Context: an optimization exercise on an open-source flow, tuned for small area, a short achievable clock period and few clock cycles per item. The choices shown serve that exercise and are no tape-out recipe.
Only simulation tests tie the RTL to the original design; equivalence was not proved.

### design/flow/design.v
module dx_ecc (
    input  wire        clk,
    input  wire        rst,
    input  wire        in_valid,
    output wire        in_ready,
    input  wire        in_op,
    input  wire [63:0] in_data,
    input  wire [15:0] in_check,
    output reg         out_valid,
    output reg  [63:0] out_data,
    output reg  [15:0] out_check,
    output reg  [2:0]  out_status
);
    localparam [2:0] ST_CLEAN   = 3'd0;
    localparam [2:0] ST_CORR1   = 3'd1;
    localparam [2:0] ST_CORR2   = 3'd2;
    localparam [2:0] ST_POISON  = 3'd3;
    localparam [2:0] ST_UNCORR  = 3'd4;
    localparam [14:0] G_POLY  = 15'h4377;   
    localparam [7:0]  M1_POLY = 8'h89;      
    localparam [15:0] POISON  = 16'hE9A6;
    function automatic [78*14-1:0] make_xj_table(input integer unused);
        reg [14:0] r;
        integer j;
        begin
            r = 15'd1;
            for (j = 0; j < 78; j = j + 1) begin
                make_xj_table[j*14 +: 14] = r[13:0];
                r = r << 1;
                if (r[14]) r = r ^ G_POLY;
            end
        end
    endfunction
    function automatic [127*7-1:0] make_alpha_table(input integer unused);
        reg [7:0] r;
        integer e;
        begin
            r = 8'd1;
            for (e = 0; e < 127; e = e + 1) begin
                make_alpha_table[e*7 +: 7] = r[6:0];
                r = r << 1;
                if (r[7]) r = r ^ M1_POLY;
            end
        end
    endfunction
    localparam [78*14-1:0] XJ_TABLE    = make_xj_table(0);
    localparam [127*7-1:0] ALPHA_TABLE = make_alpha_table(0);
    function automatic [13:0] xj_mod_g(input integer j);
        xj_mod_g = XJ_TABLE[j*14 +: 14];
    endfunction
    function automatic [6:0] gf_pow(input integer e);
        gf_pow = ALPHA_TABLE[(e % 127)*7 +: 7];
    endfunction
    function automatic [6:0] gf_mul(input [6:0] a, input [6:0] b);
        reg [6:0] aa, r;
        integer i;
        begin
            aa = a;
            r  = 7'd0;
            for (i = 0; i < 7; i = i + 1) begin
                if (b[i]) r = r ^ aa;
                aa = aa[6] ? ({aa[5:0], 1'b0} ^ M1_POLY[6:0]) : {aa[5:0], 1'b0};
            end
            gf_mul = r;
        end
    endfunction
    function automatic [15:0] pos_syn(input integer j);
        begin
            if (j < 78)
                pos_syn = {2'b01, xj_mod_g(j)};
            else if (j == 78)
                pos_syn = 16'h4000;
            else
                pos_syn = 16'h8000;
        end
    endfunction
    function automatic [13:0] data_rem(input [63:0] d);
        integer i;
        begin
            data_rem = 14'd0;
            for (i = 0; i < 64; i = i + 1)
                if (d[i]) data_rem = data_rem ^ xj_mod_g(14 + i);
        end
    endfunction
    function automatic [15:0] encode(input [63:0] d);
        reg [13:0] r;
        begin
            r = data_rem(d);
            encode = {1'b0, ^d ^ ^r, r};
        end
    endfunction
    reg        v0;
    reg        op0;
    reg [63:0] d0;
    reg [15:0] c0;
    assign in_ready = 1'b1;
    always @(posedge clk) begin
        if (rst)
            v0 <= 1'b0;
        else
            v0 <= in_valid;
        op0 <= in_op;
        d0  <= in_data;
        c0  <= in_check;
    end
    reg [13:0] rem0;
    reg [15:0] syn0;
    reg [6:0]  s1_0, s3_0, e0;
    integer k;
    always @* begin
        rem0 = data_rem(d0) ^ c0[13:0];
        syn0 = {c0[15], ^d0 ^ ^c0[14:0], rem0};
        s1_0 = 7'd0;
        s3_0 = 7'd0;
        for (k = 0; k < 14; k = k + 1) begin
            if (rem0[k]) begin
                s1_0 = s1_0 ^ gf_pow(k);
                s3_0 = s3_0 ^ gf_pow((3 * k) % 127);
            end
        end
        e0 = gf_mul(gf_mul(s1_0, s1_0), s1_0) ^ s3_0;
    end
    reg        v1;
    reg        op1;
    reg [63:0] d1;
    reg [15:0] syn1;
    reg [6:0]  s1_1, e1;
    always @(posedge clk) begin
        if (rst)
            v1 <= 1'b0;
        else
            v1 <= v0;
        op1  <= op0;
        d1   <= d0;
        syn1 <= syn0;
        s1_1 <= s1_0;
        e1   <= e0;
    end
    reg [77:0] root;        
    reg [6:0]  nroots;
    reg [6:0]  s1sq;
    reg [6:0]  loc;
    reg        s_zero, e_zero, s1_zero, p1, s15;
    reg        is_one, is_two, is_poison;
    reg [63:0] fixed;
    reg [63:0] dout;
    reg [2:0]  status;
    integer j;
    always @* begin
        s1sq   = gf_mul(s1_1, s1_1);
        nroots = 7'd0;
        for (j = 0; j < 78; j = j + 1) begin
            loc = gf_mul(s1_1, gf_pow((2 * j) % 127)) ^ gf_mul(s1sq, gf_pow(j)) ^ e1;
            root[j] = (loc == 7'd0);
            nroots  = nroots + {6'd0, root[j]};
        end
        s_zero  = (syn1[13:0] == 14'd0);
        s1_zero = (s1_1 == 7'd0);
        e_zero  = (e1 == 7'd0);
        p1      = syn1[14];
        s15     = syn1[15];
        is_one = (!s1_zero && e_zero && nroots == 7'd1 && p1 && !s15)    
              || (s_zero && p1 && !s15)                                  
              || (s_zero && !p1 && s15);                                 
        is_two = (!s1_zero && !e_zero && nroots == 7'd2 && !p1 && !s15)  
              || (!s1_zero && e_zero && nroots == 7'd1 && !p1 && !s15)   
              || (!s1_zero && e_zero && nroots == 7'd1 && p1 && s15)     
              || (s_zero && p1 && s15);                                  
        is_poison = (syn1 == {POISON[15], ^POISON[14:0], POISON[13:0]});
        for (j = 0; j < 80; j = j + 1)
            if (syn1 == ({POISON[15], ^POISON[14:0], POISON[13:0]} ^ pos_syn(j)))
                is_poison = 1'b1;
        fixed = d1;
        for (j = 14; j < 78; j = j + 1)
            if (root[j] && !s1_zero) fixed[j - 14] = ~d1[j - 14];
        if (!op1) begin
            status = ST_CLEAN;
            dout   = d1;
        end else if (syn1 == 16'd0) begin
            status = ST_CLEAN;
            dout   = d1;
        end else if (is_one) begin
            status = ST_CORR1;
            dout   = fixed;
        end else if (is_two) begin
            status = ST_CORR2;
            dout   = fixed;
        end else if (is_poison) begin
            status = ST_POISON;
            dout   = 64'd0;
        end else begin
            status = ST_UNCORR;
            dout   = 64'd0;
        end
    end
    always @(posedge clk) begin
        if (rst)
            out_valid <= 1'b0;
        else
            out_valid <= v1;
        out_data   <= dout;
        out_check  <= encode(dout);
        out_status <= status;
    end
endmodule
### design/flow/constraint.sdc
create_clock -name core_clock -period 14.0 [get_ports {clk}]
set_input_delay 2.8000 -clock core_clock [delete_from_list [all_inputs] [get_ports {clk}]]
set_output_delay 2.8000 -clock core_clock [all_outputs]
set_load 0.01 [all_outputs]
### design/flow/config.mk
export PLATFORM = sky130hd
export DESIGN_NAME = dx_ecc
export DESIGN_NICKNAME = dx_ecc
export VERILOG_FILES = /design/flow/design.v
export SDC_FILE = /design/flow/constraint.sdc
export NUM_CORES = 4
export LEC_CHECK = 0
export CAP_MARGIN = 20
export CORE_MARGIN = 2
export CORE_UTILIZATION = 40
export SLEW_MARGIN = 20
### design/flow/run.sh
#!/bin/bash
# synth_recipe.tcl (not shown) runs the flow's synth.tcl, then flattens the netlist and writes it again
# the make line also repeats each setting of config.mk as NAME=value (left out here)
make -C /OpenROAD-flow-scripts/flow DESIGN_CONFIG=/design/flow/config.mk WORK_HOME=/design/flow/orfs CLKGATE_MAP_FILE= SYNTH_SCRIPT=/design/flow/synth_recipe.tcl finish
==> metrics.yaml <==
fmax_mhz: 73.74
root_buffer: "clkbuf_16"
rows: 110
final_common_cell: "xnor2_1"
syn_area_per_cell_um2: 9.664
routabilityCongestion: 1.137
synth-edff-count: 0
maxSlewHeadroom_pct: 7.964
synth_top_cell_area_share_pct: 31.53
period_minus_slack_ns: 13.56
fin_nets: 4237
finalMaxSlewViolations: 0
die_h_um: 306.4
synth.top_cells.by_area: "xnor2_1 (32%), xnor3_1 (16%), dfxtp_1 (14%)"
die_w_um: 306.4
vias: 31990
synth-seq-cells: 261
worst_clock_skew_ns: 0.05290
tightest_slew_ns: 1.371
synth_seq_area_share_pct: 14.28
required_ns: 14.51
syn2layout_area_growth_pct: 15.59
worstSetupPathType: "reg2reg"
rsz0062_at_grt: "no"
core_area_um2: 90290
crit_path_frequent_cell: "fa_1"
worstSkewPairLatency_ns: 0.65
cts.hold.buffers_added: 0
drt-total-wl_um: 204200
io_buffer_count: 166
synthArstFlopShare_pct: 0
finalSetupTns_ns: 0
start_util_pct: 40.51
htree_levels: 1
yosysWarningCount: 1
drt_iter0_drc: 5286
hpwl_um: 163900
io_pins: 169
rrSetupSlack_ns: 0.44
crit_fanout: 25
wl_per_cell_um: 38.82
drt_pass1_iterations: 6
arrival_ns: 14.07
postCtsSetupBuffers: 0
maxCapViolCount: 0
drc_errors: 0
cts_buffers: 29
crit_path_end_kind: "flop"
grt_overflow: 0
finalSetupViolCount: 0
cts_tree: "yes"
grt_pass1_vias: 30300
grt_max_degree: 42
synth_cell_types: 104
synthFlopType: "dfxtp_1"
grt_first_pass_wirelength_um: 270000
syn-num-nets: 3963
clock_sinks: 261
dpl_worst_slack_ns: 0.7725
slowest_delay_ns: 0.69
antenna_found_initial: 12
min_period_over_period_pct: 96.86
synth_cells: 3785
cp_slowest_cell: "xnor3_2"
hold_viol: 0
synth_top_area_cell: "xnor2_1"
synth_area_um2: 36580
drive_above_1_share_pct: 11.57
start_kind: "flop"
cts_buffer_depth: 3
die_area_um2: 93880
final_antenna_net_count: 0
clk_pin_slew_ns: 0.07
grt_usage_pct: 42.57
postLayoutSetupSlackWorst_ns: 0.4392
hold_class: "reg2reg"
via_per_inst: 6.081
status: "complete, no violations"
layout_common_cells: "xnor2_1 (1,287), xor2_1 (316), xnor3_1 (264), buf_4 (259), dfxtp_1 (253)"
ctsResizeCount: 0
## path summary, 6_finish.rpt
| kind | from | to | cells past startpoint |
|---|---|---|---|
| max | s1_1[0] | out_check[14] | 39 |
| min | c0[15] | syn1[15] | 0 |
| max reg2reg | s1_1[0] | out_check[14] | 39 |
| min reg2reg | c0[15] | syn1[15] | 0 |
## flip-flops by register name, indices dropped and copies added, names as in the netlist, 3 cells and up
| name | flops |
|---|---|
| out_check | 15 |
| out_status | 3 |
| out_data | 64 |
| syn1 | 16 |
| e1 | 7 |
| s1_1 | 7 |
| c0 | 16 |
| d0 | 64 |
| d1 | 64 |
## layout make-up
cell class,count,area (µm²)
inverters,101,379.1
diodes,4,10.01
flip-flops and latches,261,5238
clock buffers,37,795.8
clock inverters,16,178.9
fillers,8699,48010
repair buffers,434,3764
well taps,1176,1471
multi-input cells,3232,30440
## cells by family after synthesis
logic type | Yosys count | synth area share (%)
compound gates | 278 | 5.230
xor+xnor | 1971 | 59.30
fa+ha+maj | 95 | 4.618
buf+inv | 292 | 3.462
flops | 261 | 14.28
mux | 46 | 1.341
other cells | 2 | 0.02053
simple gates | 840 | 11.74
## per-layer routing
metal	routed length, µm	GRT usage [%]
met5	39	0
met4	16220	27.23
met3	30550	17.11
met2	80420	59.10
met1	77020	54.35
## through the flow
step / hold WS (ns) / utilization (%) / cells / instance area [µm²]
after global routing: 0.3359 / 46.82 / 5257 / 42270
after global placement: 0.3126 / 45.62 / 5200 / 41180
after detailed placement: 0.3150 / 45.70 / 5203 / 41260
after floorplan: 0.3096 / - / 3785 / 36580
final: 0.3314 / 46.83 / 5261 / 42280
after CTS: 0.3316 / 46.78 / 5256 / 42230
## critical path, delay by kind of cell (launching register included)
kind                     cells  cell delay [ns]
adder cells (fa/ha/maj)     11             5.25
XOR/XNOR                    11             4.24
flip-flops                   1             0.36
buffers and inverters        8             1.35
AND/OR/NAND/NOR              6             1.24
multiplexers                 1             0.09
AO/OA/AOI/OAI                2             0.83
## Yosys cell counts, types with 14 or more instances
cell	instances
xnor2_1	1317
xor2_1	320
xnor3_1	265
dfxtp_1	261
nor2_1	225
nand2_1	153
inv_1	89
nor3_1	89
nand3_1	88
clkbuf_1	85
a21oi_1	68
fa_1	67
buf_2	49
o21ai_0	42
nand4_1	37
buf_1	34
mux2i_1	34
or3_1	34
nor4_1	32
xnor2_2	30
and3_1	29
nand2b_1	28
ha_1	27
and2_1	23
nor2b_1	23
xor3_1	20
a211oi_1	19
buf_4	17
o211ai_1	17
a31oi_1	15
o22ai_1	14
Testbench counts, summed over its fixed seeds: cycles 12,024, items 12,000.

re-timing with driven ports:
In the flow no input, the clock included, has a driving cell. The finished layout below was timed again as built, in two steps.
Step 1 assumes that a clkbuf_16 drives the clock port and a buf_2 every other input.
Step 2 adds t to the input delays and takes it off the output delays; t is the mean of the earliest and latest rising clock arrival at the registers after step 1. Input paths then give back, and output paths get back, about the clock's delay inside the block.
Three values: ideal ports, drivers, drivers and shift; two values: the first two.
t, ns: 0.686
setup slack, ns: 0.439 / 0.439 / 0.439
worst hold slack (ns): 0.331 / 0.331 / 0.331
slew at the worst register clock pin (ns): 0.07 / 0.07
After both steps setup and hold are still met in this run. The setup slack of this run moves by 0.000 ns with the drivers and by 0.000 ns with both steps.
